Background: an optimization exercise with open tools, aiming at small area. Do not read the settings as production practice.
For this run, only the layout was checked, not whether the RTL still works.
Power is estimated from default activity; no workload was simulated.

$ cat flow/config.mk
export PLATFORM = sky130hd
export DESIGN_NAME = rds_group_decoder
export DESIGN_NICKNAME = rds_group_decoder
export VERILOG_FILES = /design/flow/design.v
export SDC_FILE = /design/flow/constraint.sdc
export NUM_CORES = 4
export LEC_CHECK = 0
export CAP_MARGIN = 20
export CORE_MARGIN = 2
export CORE_UTILIZATION = 30
export PLACE_DENSITY = 0.5
export SLEW_MARGIN = 20
$ cat flow/constraint.sdc
create_clock -name core_clock -period 12.0 [get_ports {clk}]
set_input_delay 2.4000 -clock core_clock [delete_from_list [all_inputs] [get_ports {clk}]]
set_output_delay 2.4000 -clock core_clock [all_outputs]
set_load 0.01 [all_outputs]
$ cat flow/design.v
module rds_burst_corr (
    input  wire [9:0]  s,
    input  wire        full,
    output reg         found,
    output reg         is_large,
    output reg  [25:0] e,
    output reg  [2:0]  nbits
);
    localparam [10:0] GPOLY = 11'h5B9;    
    function [9:0] rem26;
        input [25:0] v;
        reg   [25:0] t;
        integer      k;
        begin
            t = v;
            for (k = 25; k >= 10; k = k - 1)
                if (t[k])
                    t = t ^ ({15'd0, GPOLY} << (k - 10));
            rem26 = t[9:0];
        end
    endfunction
    localparam integer NPAT = 1 + 1 + 2 + 4 + 8;
    function [4:0] pat_bits;
        input integer idx;
        begin
            if (idx == 0)      pat_bits = 5'b00001;
            else if (idx == 1) pat_bits = 5'b00011;
            else if (idx < 4)  pat_bits = 5'b00101 | ((idx - 2) << 1);
            else if (idx < 8)  pat_bits = 5'b01001 | ((idx - 4) << 1);
            else               pat_bits = 5'b10001 | ((idx - 8) << 1);
        end
    endfunction
    function integer pat_len;
        input integer idx;
        begin
            if (idx == 0)      pat_len = 1;
            else if (idx == 1) pat_len = 2;
            else if (idx < 4)  pat_len = 3;
            else if (idx < 8)  pat_len = 4;
            else               pat_len = 5;
        end
    endfunction
    function [2:0] ones5;
        input [4:0] p;
        begin
            ones5 = p[0] + p[1] + p[2] + p[3] + p[4];
        end
    endfunction
    wire [25:0] e_acc  [0:NPAT*26];
    wire [2:0]  n_acc  [0:NPAT*26];
    wire        f_acc  [0:NPAT*26];
    wire        l_acc  [0:NPAT*26];
    assign e_acc[0] = 26'd0;
    assign n_acc[0] = 3'd0;
    assign f_acc[0] = 1'b0;
    assign l_acc[0] = 1'b0;
    genvar gp, gs;
    generate
        for (gp = 0; gp < NPAT; gp = gp + 1) begin : g_pat
            for (gs = 0; gs < 26; gs = gs + 1) begin : g_pos
                localparam integer    K   = gp * 26 + gs;
                localparam integer    LEN = pat_len(gp);
                localparam [25:0]     EV  = {21'd0, pat_bits(gp)} << gs;
                localparam [9:0]      SV  = rem26(EV);
                localparam [2:0]      NB  = ones5(pat_bits(gp));
                wire hit;
                if (gs + LEN <= 26) begin : g_ok
                    assign hit = (s == SV) && (full || LEN <= 2);
                end else begin : g_no
                    assign hit = 1'b0;
                end
                assign e_acc[K+1] = e_acc[K] | (hit ? EV : 26'd0);
                assign n_acc[K+1] = n_acc[K] | (hit ? NB : 3'd0);
                assign f_acc[K+1] = f_acc[K] | hit;
                assign l_acc[K+1] = l_acc[K] | (hit && LEN > 2);
            end
        end
    endgenerate
    always @* begin
        found    = f_acc[NPAT*26];
        is_large = l_acc[NPAT*26];
        e        = e_acc[NPAT*26];
        nbits    = n_acc[NPAT*26];
    end
endmodule
module rds_group_decoder (
    input  wire        clk,
    input  wire        rst,           
    input  wire [1:0]  mode,          
    input  wire [1:0]  corr,          
    input  wire [3:0]  loss_n,        
    input  wire        lock,          
    input  wire        bit_valid,
    input  wire        bit_in,
    output wire [1:0]  rds_sync,      
    output reg         rec_valid,
    output reg  [15:0] rec_blk_a,
    output reg  [15:0] rec_blk_b,
    output reg  [15:0] rec_blk_c,
    output reg  [15:0] rec_blk_d,
    output reg  [7:0]  rec_bstat,
    output reg  [5:0]  rec_flags,
    output reg  [4:0]  rec_cbits,
    output reg  [15:0] rec_pi_conf,
    output reg         sync_evt,
    output reg  [2:0]  sync_off,
    output reg         loss_evt,
    output reg         loss_cause,    
    output reg         pi_evt,
    output reg  [15:0] pi_new
);
    localparam [10:0] GPOLY = 11'h5B9;
    localparam [9:0] OFS_A  = 10'h0FC;
    localparam [9:0] OFS_B  = 10'h198;
    localparam [9:0] OFS_C  = 10'h168;
    localparam [9:0] OFS_CP = 10'h350;
    localparam [9:0] OFS_D  = 10'h1B4;
    localparam [9:0] OFS_E  = 10'h000;
    localparam [2:0] T_NONE = 3'd0;
    localparam [2:0] T_A    = 3'd1;
    localparam [2:0] T_B    = 3'd2;
    localparam [2:0] T_C    = 3'd3;
    localparam [2:0] T_CP   = 3'd4;
    localparam [2:0] T_D    = 3'd5;
    localparam [2:0] T_E    = 3'd6;
    localparam [1:0] ST_OK    = 2'd0;
    localparam [1:0] ST_SMALL = 2'd1;
    localparam [1:0] ST_LARGE = 2'd2;
    localparam [1:0] ST_BAD   = 2'd3;
    function [9:0] xpow;               
        input integer i;
        reg   [10:0] t;
        integer      k;
        begin
            t = 11'd1;
            for (k = 0; k < i; k = k + 1) begin
                t = t << 1;
                if (t[10])
                    t = t ^ GPOLY;
            end
            xpow = t[9:0];
        end
    endfunction
    function [9:0] ofs_of;
        input [2:0] t;
        begin
            case (t)
                T_A:     ofs_of = OFS_A;
                T_B:     ofs_of = OFS_B;
                T_C:     ofs_of = OFS_C;
                T_CP:    ofs_of = OFS_CP;
                T_D:     ofs_of = OFS_D;
                default: ofs_of = OFS_E;
            endcase
        end
    endfunction
    function [1:0] pos_of;
        input [2:0] t;
        begin
            case (t)
                T_A:     pos_of = 2'd0;
                T_B:     pos_of = 2'd1;
                T_C:     pos_of = 2'd2;
                T_CP:    pos_of = 2'd2;
                T_D:     pos_of = 2'd3;
                default: pos_of = 2'd1;    
            endcase
        end
    endfunction
    function follows;
        input [2:0] first;
        input [2:0] second;
        begin
            follows = (first == T_A  && second == T_B)  ||
                      (first == T_B  && second == T_C)  ||
                      (first == T_B  && second == T_CP) ||
                      (first == T_C  && second == T_D)  ||
                      (first == T_CP && second == T_D)  ||
                      (first == T_D  && second == T_A)  ||
                      (first == T_E  && second == T_E);
        end
    endfunction
    reg [51:0] sh;             
    reg [4:0]  fill;           
    reg [77:0] hist;           
    reg        insync;
    reg [4:0]  bitcnt;         
    reg [1:0]  pos;            
    reg        egrp;           
    reg        skip;           
    reg [3:0]  badcnt;
    reg        g_act;
    reg [15:0] g_blk0, g_blk1, g_blk2, g_blk3;
    reg [7:0]  g_bst;
    reg [4:0]  g_cbits;
    reg        g_pichg, g_cprime, g_resync;
    reg        g_from0;        
    reg        a_v;
    reg [15:0] a_pi;
    reg        conf_v;
    reg [15:0] conf_pi;
    reg        cand_v;
    reg [15:0] cand_pi;
    reg        cand_cur, cand_prev;
    wire [51:0] sh_in  = {sh[50:0], bit_in};
    wire [25:0] blk_in = sh_in[25:0];
    wire [9:0] xp_tab [0:25];
    genvar gi;
    generate
        for (gi = 0; gi < 26; gi = gi + 1) begin : g_xp
            localparam [9:0] XP = xpow(gi);
            assign xp_tab[gi] = XP;
        end
    endgenerate
    reg [9:0] syn;
    integer   ii;
    always @* begin
        syn = 10'd0;
        for (ii = 0; ii < 26; ii = ii + 1)
            syn = syn ^ ({10{blk_in[ii]}} & xp_tab[ii]);
    end
    wire rds_on  = (mode == 2'd1) || (mode == 2'd2);
    wire rbds    = (mode == 2'd2);
    wire use_cor = (corr == 2'd1) || (corr == 2'd2);
    wire full    = (corr == 2'd2);
    wire [3:0] loss_lim = (loss_n < 4'd2) ? 4'd2 : loss_n;
    reg [2:0] t_exact;
    always @* begin
        if (syn == OFS_A)              t_exact = T_A;
        else if (syn == OFS_B)         t_exact = T_B;
        else if (syn == OFS_C)         t_exact = T_C;
        else if (syn == OFS_CP)        t_exact = T_CP;
        else if (syn == OFS_D)         t_exact = T_D;
        else if (rbds && syn == OFS_E) t_exact = T_E;
        else                           t_exact = T_NONE;
    end
    wire [1:0] slot = pos + 2'd1;      
    reg [2:0] t1, t2;                  
    always @* begin
        t2 = T_NONE;
        case (slot)
            2'd0: begin t1 = T_A; if (rbds) t2 = T_E; end
            2'd1: t1 = egrp ? T_E : T_B;
            2'd2: begin t1 = egrp ? T_E : T_C; if (!egrp) t2 = T_CP; end
            default: t1 = egrp ? T_E : T_D;
        endcase
    end
    wire [9:0] s1 = syn ^ ofs_of(t1);
    wire [9:0] s2 = syn ^ ofs_of(t2);
    wire        c1_found, c1_large, c2_found, c2_large;
    wire [25:0] c1_e, c2_e;
    wire [2:0]  c1_n, c2_n;
    rds_burst_corr u_corr1 (.s(s1), .full(full), .found(c1_found), .is_large(c1_large), .e(c1_e), .nbits(c1_n));
    rds_burst_corr u_corr2 (.s(s2), .full(full), .found(c2_found), .is_large(c2_large), .e(c2_e), .nbits(c2_n));
    reg [2:0]  d_type;
    reg [1:0]  d_st;
    reg [25:0] d_e;
    reg [2:0]  d_n;
    always @* begin
        d_e = 26'd0;
        d_n = 3'd0;
        if (s1 == 10'd0) begin
            d_type = t1; d_st = ST_OK;
        end else if (t2 != T_NONE && s2 == 10'd0) begin
            d_type = t2; d_st = ST_OK;
        end else if (use_cor && c1_found) begin
            d_type = t1; d_st = c1_large ? ST_LARGE : ST_SMALL; d_e = c1_e; d_n = c1_n;
        end else if (use_cor && t2 != T_NONE && c2_found) begin
            d_type = t2; d_st = c2_large ? ST_LARGE : ST_SMALL; d_e = c2_e; d_n = c2_n;
        end else begin
            d_type = t1; d_st = ST_BAD;
        end
    end
    wire [25:0] d_word = blk_in ^ d_e;
    wire [15:0] d_info = d_word[25:10];
    reg [51:0] n_sh;
    reg [4:0]  n_fill;
    reg [77:0] n_hist;
    reg        n_insync;
    reg [4:0]  n_bitcnt;
    reg [1:0]  n_pos;
    reg        n_egrp, n_skip;
    reg [3:0]  n_badcnt;
    reg        n_g_act;
    reg [15:0] n_g_blk0, n_g_blk1, n_g_blk2, n_g_blk3;
    reg [7:0]  n_g_bst;
    reg [4:0]  n_g_cbits;
    reg        n_g_pichg, n_g_cprime, n_g_resync, n_g_from0;
    reg        n_a_v;
    reg [15:0] n_a_pi;
    reg        n_conf_v, n_cand_v, n_cand_cur, n_cand_prev;
    reg [15:0] n_conf_pi, n_cand_pi;
    reg        n_rec_valid;
    reg [15:0] n_rec_blk_a, n_rec_blk_b, n_rec_blk_c, n_rec_blk_d;
    reg [7:0]  n_rec_bstat;
    reg [5:0]  n_rec_flags;
    reg [4:0]  n_rec_cbits;
    reg [15:0] n_rec_pi_conf;
    reg        n_sync_evt, n_loss_evt, n_loss_cause, n_pi_evt;
    reg [2:0]  n_sync_off;
    reg [15:0] n_pi_new;
    reg [2:0]  t_new, t_prev;
    reg [1:0]  p_new;
    reg        pi_in;           
    reg [15:0] pi_val;
    reg        pi_at_cp;        
    reg        pi_raised;
    reg        end_cp;          
    reg        deliver;
    reg        complete;
    always @* begin
        n_sh        = sh;
        n_fill      = fill;
        n_hist      = hist;
        n_insync    = insync;
        n_bitcnt    = bitcnt;
        n_pos       = pos;
        n_egrp      = egrp;
        n_skip      = skip;
        n_badcnt    = badcnt;
        n_g_act     = g_act;
        n_g_blk0    = g_blk0;
        n_g_blk1    = g_blk1;
        n_g_blk2    = g_blk2;
        n_g_blk3    = g_blk3;
        n_g_bst     = g_bst;
        n_g_cbits   = g_cbits;
        n_g_pichg   = g_pichg;
        n_g_cprime  = g_cprime;
        n_g_resync  = g_resync;
        n_g_from0   = g_from0;
        n_a_v       = a_v;
        n_a_pi      = a_pi;
        n_conf_v    = conf_v;
        n_conf_pi   = conf_pi;
        n_cand_v    = cand_v;
        n_cand_pi   = cand_pi;
        n_cand_cur  = cand_cur;
        n_cand_prev = cand_prev;
        n_rec_valid   = 1'b0;
        n_rec_blk_a   = rec_blk_a;
        n_rec_blk_b   = rec_blk_b;
        n_rec_blk_c   = rec_blk_c;
        n_rec_blk_d   = rec_blk_d;
        n_rec_bstat   = rec_bstat;
        n_rec_flags   = rec_flags;
        n_rec_cbits   = rec_cbits;
        n_rec_pi_conf = rec_pi_conf;
        n_sync_evt    = 1'b0;
        n_sync_off    = sync_off;
        n_loss_evt    = 1'b0;
        n_loss_cause  = loss_cause;
        n_pi_evt      = 1'b0;
        n_pi_new      = pi_new;
        t_new     = T_NONE;
        t_prev    = T_NONE;
        p_new     = 2'd0;
        pi_in     = 1'b0;
        pi_val    = 16'd0;
        pi_at_cp  = 1'b0;
        pi_raised = 1'b0;
        end_cp    = 1'b0;
        deliver   = 1'b0;
        complete  = 1'b0;
        if (bit_valid && rds_on) begin
            n_sh   = sh_in;
            n_fill = (fill == 5'd26) ? 5'd26 : fill + 5'd1;
            if (!insync) begin
                if (lock && n_fill == 5'd26)
                    t_new = t_exact;
                t_prev = hist[77:75];
                n_hist = {hist[74:0], t_new};
                if (t_new != T_NONE && follows(t_prev, t_new)) begin
                    n_insync   = 1'b1;
                    n_bitcnt   = 5'd0;
                    n_badcnt   = 4'd0;
                    n_skip     = 1'b0;
                    n_sync_evt = 1'b1;
                    n_sync_off = t_new - 3'd1;
                    p_new      = pos_of(t_new);
                    n_pos      = p_new;
                    n_egrp     = (t_new == T_E);
                    n_g_act    = 1'b1;
                    n_g_bst    = 8'hFF;
                    n_g_cbits  = 5'd0;
                    n_g_pichg  = 1'b0;
                    n_g_resync = 1'b1;
                    n_g_from0  = (p_new <= 2'd1);
                    n_g_cprime = (t_new == T_CP) || (t_prev == T_CP);
                    n_a_v      = 1'b0;
                    if (t_new != T_A) begin
                        case (p_new - 2'd1)
                            2'd0: n_g_blk0 = sh_in[51:36];
                            2'd1: n_g_blk1 = sh_in[51:36];
                            2'd2: n_g_blk2 = sh_in[51:36];
                            default: n_g_blk3 = sh_in[51:36];
                        endcase
                        n_g_bst[2*(p_new-2'd1) +: 2] = ST_OK;
                    end
                    case (p_new)
                        2'd0: n_g_blk0 = sh_in[25:10];
                        2'd1: n_g_blk1 = sh_in[25:10];
                        2'd2: n_g_blk2 = sh_in[25:10];
                        default: n_g_blk3 = sh_in[25:10];
                    endcase
                    n_g_bst[2*p_new +: 2] = ST_OK;
                    if (t_new == T_A) begin
                        pi_in  = 1'b1;
                        pi_val = sh_in[25:10];
                        n_a_v  = 1'b1;
                        n_a_pi = sh_in[25:10];
                    end else if (t_new == T_CP) begin
                        pi_in    = 1'b1;
                        pi_val   = sh_in[25:10];
                        pi_at_cp = 1'b1;
                    end else if (t_prev == T_A) begin
                        pi_in  = 1'b1;
                        pi_val = sh_in[51:36];
                        n_a_v  = 1'b1;
                        n_a_pi = sh_in[51:36];
                    end else if (t_prev == T_CP) begin
                        pi_in    = 1'b1;
                        pi_val   = sh_in[51:36];
                        pi_at_cp = 1'b1;
                    end
                    complete = 1'b0;
                    deliver  = (p_new == 2'd3);
                end
            end else if (!lock) begin
                n_insync     = 1'b0;
                n_hist       = 78'd0;
                n_loss_evt   = 1'b1;
                n_loss_cause = 1'b1;
                deliver      = g_act;
                complete     = 1'b0;
            end else begin
                n_bitcnt = bitcnt + 5'd1;
                if (bitcnt == 5'd25) begin
                    n_bitcnt = 5'd0;
                    n_pos    = slot;
                    if (skip) begin
                        n_skip = 1'b0;
                    end else begin
                        if (slot == 2'd0) begin
                            n_egrp = (d_type == T_E);
                            n_g_resync = 1'b0;
                            n_g_from0  = 1'b1;
                        end
                        n_g_act = 1'b1;
                        case (slot)
                            2'd0: n_g_blk0 = d_info;
                            2'd1: n_g_blk1 = d_info;
                            2'd2: n_g_blk2 = d_info;
                            default: n_g_blk3 = d_info;
                        endcase
                        n_g_bst[2*slot +: 2] = d_st;
                        n_g_cbits = g_cbits + {2'd0, d_n};
                        if (d_type == T_CP)
                            n_g_cprime = 1'b1;
                        if (d_st == ST_BAD)
                            n_badcnt = badcnt + 4'd1;
                        else
                            n_badcnt = 4'd0;
                        if ((d_type == T_A || d_type == T_CP) &&
                            (d_st == ST_OK || d_st == ST_SMALL)) begin
                            pi_in    = 1'b1;
                            pi_val   = d_info;
                            pi_at_cp = (d_type == T_CP);
                            if (d_type == T_A) begin
                                n_a_v  = 1'b1;
                                n_a_pi = d_info;
                            end
                        end
                        complete = (slot == 2'd3) && n_g_from0;
                        if (n_badcnt >= loss_lim) begin
                            n_insync     = 1'b0;
                            n_hist       = 78'd0;
                            n_loss_evt   = 1'b1;
                            n_loss_cause = 1'b0;
                        end
                        deliver = (slot == 2'd3) || (n_badcnt >= loss_lim);
                    end
                end
            end
            if (pi_in) begin
                if (conf_v && pi_val == conf_pi) begin
                    n_cand_v    = 1'b0;
                    n_cand_cur  = 1'b0;
                    n_cand_prev = 1'b0;
                end else if (cand_v && pi_val == cand_pi) begin
                    if (cand_prev) begin
                        n_conf_v    = 1'b1;
                        n_conf_pi   = cand_pi;
                        n_cand_v    = 1'b0;
                        n_cand_cur  = 1'b0;
                        n_cand_prev = 1'b0;
                    end else begin
                        n_cand_cur  = 1'b1;
                    end
                end else begin
                    pi_raised   = 1'b1;
                    n_pi_evt    = 1'b1;
                    n_pi_new    = pi_val;
                    n_cand_v    = 1'b1;
                    n_cand_pi   = pi_val;
                    n_cand_cur  = 1'b1;
                    n_cand_prev = 1'b0;
                end
                if (pi_raised)
                    n_g_pichg = 1'b1;
                if (pi_at_cp && (pi_raised || (n_a_v && pi_val != n_a_pi))) begin
                    end_cp    = 1'b1;
                    n_g_pichg = 1'b1;
                end
            end
            if (end_cp && n_insync && !deliver) begin
                deliver = 1'b1;
                n_skip  = 1'b1;
                complete = 1'b0;
            end
            if (deliver) begin
                n_rec_valid   = 1'b1;
                n_rec_blk_a   = n_g_blk0;
                n_rec_blk_b   = n_g_blk1;
                n_rec_blk_c   = n_g_blk2;
                n_rec_blk_d   = n_g_blk3;
                n_rec_bstat   = n_g_bst;
                n_rec_flags   = {n_g_resync, n_egrp, n_g_cprime, n_g_pichg,
                                 !complete, complete && (n_g_bst[1:0] != ST_BAD) &&
                                 (n_g_bst[3:2] != ST_BAD) && (n_g_bst[5:4] != ST_BAD) &&
                                 (n_g_bst[7:6] != ST_BAD)};
                n_rec_cbits   = n_g_cbits;
                n_rec_pi_conf = n_conf_v ? n_conf_pi : 16'd0;
                n_g_act     = 1'b0;
                n_g_bst     = 8'hFF;
                n_g_cbits   = 5'd0;
                n_g_pichg   = 1'b0;
                n_g_cprime  = 1'b0;
                n_g_resync  = 1'b0;
                n_g_from0   = 1'b0;
                n_a_v       = 1'b0;
                n_cand_prev = n_cand_cur;
                n_cand_cur  = 1'b0;
            end
        end
    end
    always @(posedge clk) begin
        if (rst) begin
            sh          <= 52'd0;
            fill        <= 5'd0;
            hist        <= 78'd0;
            insync      <= 1'b0;
            bitcnt      <= 5'd0;
            pos         <= 2'd0;
            egrp        <= 1'b0;
            skip        <= 1'b0;
            badcnt      <= 4'd0;
            g_act       <= 1'b0;
            g_bst       <= 8'hFF;
            g_cbits     <= 5'd0;
            g_pichg     <= 1'b0;
            g_cprime    <= 1'b0;
            g_resync    <= 1'b0;
            g_from0     <= 1'b0;
            a_v         <= 1'b0;
            conf_v      <= 1'b0;
            conf_pi     <= 16'd0;
            cand_v      <= 1'b0;
            cand_pi     <= 16'd0;
            cand_cur    <= 1'b0;
            cand_prev   <= 1'b0;
            rec_valid   <= 1'b0;
            sync_evt    <= 1'b0;
            sync_off    <= 3'd0;
            loss_evt    <= 1'b0;
            loss_cause  <= 1'b0;
            pi_evt      <= 1'b0;
            pi_new      <= 16'd0;
        end else begin
            sh          <= n_sh;
            fill        <= n_fill;
            hist        <= n_hist;
            insync      <= n_insync;
            bitcnt      <= n_bitcnt;
            pos         <= n_pos;
            egrp        <= n_egrp;
            skip        <= n_skip;
            badcnt      <= n_badcnt;
            g_act       <= n_g_act;
            g_bst       <= n_g_bst;
            g_cbits     <= n_g_cbits;
            g_pichg     <= n_g_pichg;
            g_cprime    <= n_g_cprime;
            g_resync    <= n_g_resync;
            g_from0     <= n_g_from0;
            a_v         <= n_a_v;
            conf_v      <= n_conf_v;
            conf_pi     <= n_conf_pi;
            cand_v      <= n_cand_v;
            cand_pi     <= n_cand_pi;
            cand_cur    <= n_cand_cur;
            cand_prev   <= n_cand_prev;
            rec_valid   <= n_rec_valid;
            sync_evt    <= n_sync_evt;
            sync_off    <= n_sync_off;
            loss_evt    <= n_loss_evt;
            loss_cause  <= n_loss_cause;
            pi_evt      <= n_pi_evt;
            pi_new      <= n_pi_new;
        end
    end
    always @(posedge clk) begin
        g_blk0      <= n_g_blk0;
        g_blk1      <= n_g_blk1;
        g_blk2      <= n_g_blk2;
        g_blk3      <= n_g_blk3;
        a_pi        <= n_a_pi;
        rec_blk_a   <= n_rec_blk_a;
        rec_blk_b   <= n_rec_blk_b;
        rec_blk_c   <= n_rec_blk_c;
        rec_blk_d   <= n_rec_blk_d;
        rec_bstat   <= n_rec_bstat;
        rec_flags   <= n_rec_flags;
        rec_cbits   <= n_rec_cbits;
        rec_pi_conf <= n_rec_pi_conf;
    end
    assign rds_sync = !rds_on ? 2'd0 : (insync ? 2'd2 : 2'd1);
endmodule
$ cat flow/run.sh
#!/bin/bash
# synth_recipe.tcl (not shown) runs the flow's synth.tcl, then flattens the netlist and writes it again
# the make line also repeats each setting of config.mk as NAME=value (left out here)
make -C /OpenROAD-flow-scripts/flow DESIGN_CONFIG=/design/flow/config.mk WORK_HOME=/design/flow/orfs CLKGATE_MAP_FILE= SYNTH_SCRIPT=/design/flow/synth_recipe.tcl finish
==> impl_summary.txt <==
----------------------------------------------------
[Outcome]
  Outcome ... complete, no violations

[Synthesis]
  Post-synthesis cell area ... approximately 35,000 um^2
  Number of instances in the synthesized netlist ... 4,699
  Cell types with the largest area share after synthesis ... sky130_fd_sc_hd__edfxtp_1 (15%), sky130_fd_sc_hd__dfxtp_1 (12%), sky130_fd_sc_hd__nor2_1 (6.0%), sky130_fd_sc_hd__nand2_1 (5.7%), sky130_fd_sc_hd__a21oi_1 (4.3%)
  Distinct cells, synth ... 123
  Net count after synthesis ... 4,739
  Sequential area share after synthesis ... 0.272
  Flip-flop and latch count after synthesis ... 390
  Yosys top cell by area ... sky130_fd_sc_hd__edfxtp_1
  Async set or reset register ratio after synthesis ... 0
  Mean Syn Cell Area ... around 7.5 um^2
  Yosys synthesis warning count ... 2
  Area share of the largest cell type after synthesis ... 0.153
  Main flop type after synthesis ... sky130_fd_sc_hd__dfxtp_1
  Number of synthesized flops with an enable pin ... around 180
  Most frequent cell after synthesis ... sky130_fd_sc_hd__nor2_1
  Most frequent cells after synthesis ... sky130_fd_sc_hd__nor2_1 (560), sky130_fd_sc_hd__nand2_1 (536), sky130_fd_sc_hd__a21oi_1 (301)

[STA]
  Part of the cycle the worst path needs ... 0.969
  Setup violation total in the final timing report ... 0
  Slew headroom ... 0.0966
  Final Hold Viols ... 0
  Slew @ Worst Pin ... between 1 and 1.5 ns
  Worst-case clock skew ... around 0.048 ns
  Total Neg Setup Slack ... 0 ns
  Fin. max-slew vios ... 0
  Setup repair after global routing missed its margin ... no
  Max Clock Freq ... 0.0860 GHz
  Shortest clock period the worst path allows after layout ... 11.63 ns

[Worst setup path]
  Startpoint-to-endpoint class of the critical path ... in2reg
  Nature of the critical path startpoint ... input pin
  Crit-path max cell delay ... 1.11 ns
  Register-to-Register Setup Slack ... 1.79 ns
  Highest-delay cell along the critical path ... sky130_fd_sc_hd__a211oi_1
  Arr. time, crit path ... 11.91 ns
  CP dominant cell by count ... sky130_fd_sc_hd__buf_4
  Endpoint required time on the critical path ... 12.27 ns
  Critical Path Fanout Max ... 15
  Crit. End Element ... flip-flop

[Die]
  Count of standard-cell rows ... 125
  Chip height ... 347 um
  Number of ports placed on the die boundary ... 138
  Core Footprint ... ~120,000 um^2
  Starting density of the core ... 0.303
  Area of the die ... 120,000 um^2
  Die Span X ... 347 um

[Hold path]
  Hold crit path type ... reg2reg

[Global route]
  Number of global-route vias before repair ... about 45,000
  Largest net degree at the start of global routing ... 107
  Total track usage ... 0.464
  Overflow left after global routing ... 0
  Number of antenna violations at the first check in global routing ... 25
  First-pass GRT wire length ... 392 mm

[Route]
  Overall via count from detail_route ... 48,600
  Final routed DRC violation total ... 0
  Vias per cell ... approximately 7
  Antenna violation net count after detailed routing ... 0
  Detailed router's first-iteration violation count ... 8,987
  DRT Pass-1 Iters ... 9
  Total detailed-routing wirelength ... just under 300 mm
  Drt wl/cell ... approximately 43 um

[Clock tree]
  CTS Root Buffer Type ... sky130_fd_sc_hd__clkbuf_16
  Number of buffers added by the clock tree synthesis step ... 37
  Clock buffer depth ... 3
  Clock slew seen by the registers of the worst setup and hold paths ... 0.07 ns
  Num Clock Sinks ... between 300 and 400
  Number of levels in the clock H-tree ... 2
  TritonCTS clock tree ... yes
  Number of post-CTS setup repair buffers ... 0
  Hold-fix buffers at CTS ... 0
  Count of instances resized after the clock tree is built ... 0
  Clock latency reported for the late side of the worst-skew pair ... around 0.57 ns

[Pwr]
  Leakage ... between 15 and 20 nW
  Power per cell area ... roughly 66 nW/um^2
  Largest vdd supply drop ... 84.5 uV

[Placement]
  Number of buffer cells added on primary ports ... 137
  Detailed Place HPWL ... 217 mm
  RePlAce Congestion ... around 1.2

[Final layout]
  Area growth from synthesis to final layout ... 25.8%
  Layout cell share with drive strength beyond 1 ... 0.191
  Final core utilization ... 0.381
  Final net count ... 5,237
  Fill cell count ... 12,400

[Job]
  # Max-Cap Violations ... 0

----------------------------------------------------
## layout make-up
| class | count | area (um^2) | share of cell area |
|---|---|---|---|
| inverters | 55 | 214 | 0.00483 |
| repair buffers | 860 | 7160 | 0.162 |
| flip-flops and latches | 390 | 9600 | 0.217 |
| clock buffers | 48 | 1040 | 0.0235 |
| diodes | 14 | 35.0 | 0.000790 |
| well taps | 1524 | 1910 | 0.0430 |
| clock inverters | 18 | 200 | 0.00452 |
| multi-input cells | 3853 | 24200 | 0.545 |
## per-layer routing
layer	track usage	part of all wire	up-vias
met1	0.567	0.37	23500
met2	0.644	0.39	4375
met3	0.197	0.14	1454
li1	-	-	19200
met5	0.000800	0.00070	-
met4	0.340	0.096	26
## report_power, final
group | switching [W] | leakage [nW] | total (W) | internal, W
clock network | 0.000552 | 0.596 | 0.00124 | 0.000685
logic | 0.000213 | 11.5 | 0.000281 | 0.0000685
registers | 0.00000820 | 3.39 | 0.00141 | 0.00141
total | 0.000773 | 15.5 | 0.00293 | 0.00216
## flip-flops by register name, summed over array words and instances (netlist names), 2 cells and up
signal       flops
fill             5
conf_pi         16
rec_blk_a       16
g_bst            8
hist            78
g_blk1          16
rec_cbits        5
sh              51
g_blk3          16
pi_new          16
a_pi            16
rec_flags        6
g_blk0          16
rec_blk_b       16
rec_blk_d       16
g_cbits          5
bitcnt           5
g_blk2          16
rec_bstat        8
pos              2
badcnt           4
rec_pi_conf     16
rec_blk_c       16
sync_off         3
## cell usage in the layout, fill, tap and decap left out, types with 22 or more instances in the layout
cell type                         Yosys  layout
sky130_fd_sc_hd__a32oi_1             34      34
sky130_fd_sc_hd__nand3_1            247     247
sky130_fd_sc_hd__ha_1                26      25
sky130_fd_sc_hd__nor4_1             140     130
sky130_fd_sc_hd__buf_4               14     694
sky130_fd_sc_hd__clkbuf_16            0      39
sky130_fd_sc_hd__dfxtp_1            211     210
sky130_fd_sc_hd__or4_1               27      27
sky130_fd_sc_hd__nor3_1             222     215
sky130_fd_sc_hd__o22ai_1            129     129
sky130_fd_sc_hd__xnor2_2             14      23
sky130_fd_sc_hd__mux2i_1             88      83
sky130_fd_sc_hd__a221o_1             23      23
sky130_fd_sc_hd__o31ai_1             24      22
sky130_fd_sc_hd__a2111oi_0           27      25
sky130_fd_sc_hd__a21oi_1            301     300
sky130_fd_sc_hd__clkdlybuf4s50_1      0     136
sky130_fd_sc_hd__a211oi_1            88      80
sky130_fd_sc_hd__and3_1              29      29
sky130_fd_sc_hd__or3_1               24      24
sky130_fd_sc_hd__xnor2_1             62      53
sky130_fd_sc_hd__o21ai_0            231     228
sky130_fd_sc_hd__buf_12               0      29
sky130_fd_sc_hd__a311oi_1            22      22
sky130_fd_sc_hd__o211ai_1            75      75
sky130_fd_sc_hd__nor2_1             560     544
sky130_fd_sc_hd__inv_1               53      51
sky130_fd_sc_hd__a31oi_1             78      78
sky130_fd_sc_hd__nand4_1            158     158
sky130_fd_sc_hd__edfxtp_1           179     179
sky130_fd_sc_hd__o2111ai_1           22      22
sky130_fd_sc_hd__a22oi_1            105     105
sky130_fd_sc_hd__o32ai_1             45      43
sky130_fd_sc_hd__xor2_1              25      23
sky130_fd_sc_hd__nand2_1            536     534
## final timing paths
kind | end | cells past startpoint | from
worst max-delay path | rec_bstat[2]$_DFFE_PP_ | 30 | mode[0]
worst min-delay path | sh[29]$_SDFFE_PP0P_ | 2 | sh[28]$_SDFFE_PP0P_
worst max register to register | rec_bstat[2]$_DFFE_PP_ | 28 | pos[0]$_SDFFE_PP0P_
worst min register to register | sh[29]$_SDFFE_PP0P_ | 2 | sh[28]$_SDFFE_PP0P_
## logic make-up (layout without fill, tap and decap cells)
logic type | count (synthesis) | after routing | share of synthesized area
other | 0 | 14 | 0
multiplexers | 108 | 108 | 0.0319
XOR/XNOR | 138 | 138 | 0.0524
AO/OA/AOI/OAI | 1469 | 1469 | 0.287
buffers and inverters | 456 | 981 | 0.0549
adder cells (fa/ha/maj) | 27 | 27 | 0.00980
flip-flops | 390 | 390 | 0.272
AND/OR/NAND/NOR | 2111 | 2111 | 0.291
## per-stage QoR
step / cell area [um^2] / total power, W / worst slack (ns) / cells / hold slack, ns
2_1_floorplan: 35200 / 0.00157 / 0.839 / 4699 / 0.429
3_3_place_gp: 42900 / 0.00171 / 0.589 / 6680 / 0.438
3_5_place_dp: 43000 / 0.00171 / 0.684 / 6680 / 0.441
4_1_cts: 44200 / 0.00293 / 1.23 / 6746 / 0.444
5_1_grt: 44300 / 0.00300 / 0.491 / 6749 / 0.462
6_report: 44300 / 0.00293 / 0.367 / 6762 / 0.448
## critical path: cells and delay by family
kind                     cells  cell delay (ns)
AO/OA/AOI/OAI                8             3.58
AND/OR/NAND/NOR             10             2.39
buffers and inverters        8             1.90
XOR/XNOR                     2             0.95
adder cells (fa/ha/maj)      2             0.59

==> port drivers added, routing unchanged <==
How much do the figures lean on ideal ports? The routed layout below was timed once more, with nothing changed but the port constraints.
Step 1, drivers: a clkbuf_16 drives clk and a buf_2 each remaining input, both assumed.
Step 2 times the ports against the registers' clock, not the clock port: input delays grow and output delays shrink by t, the midpoint of the rising clock arrivals with the driver on.
a / b / c = no drivers / after step 1 / after step 2; a / b = the first two.
shift t [ns]: 0.617
setup WS [ns]: 0.367 / 0.410 / -0.207
worst data-port slew with drivers (ns): 0.05
With both steps, setup timing fails in this run, where it was met with ideal ports. The setup slack of this run moves by +0.043 ns with the drivers and by -0.574 ns with both steps.
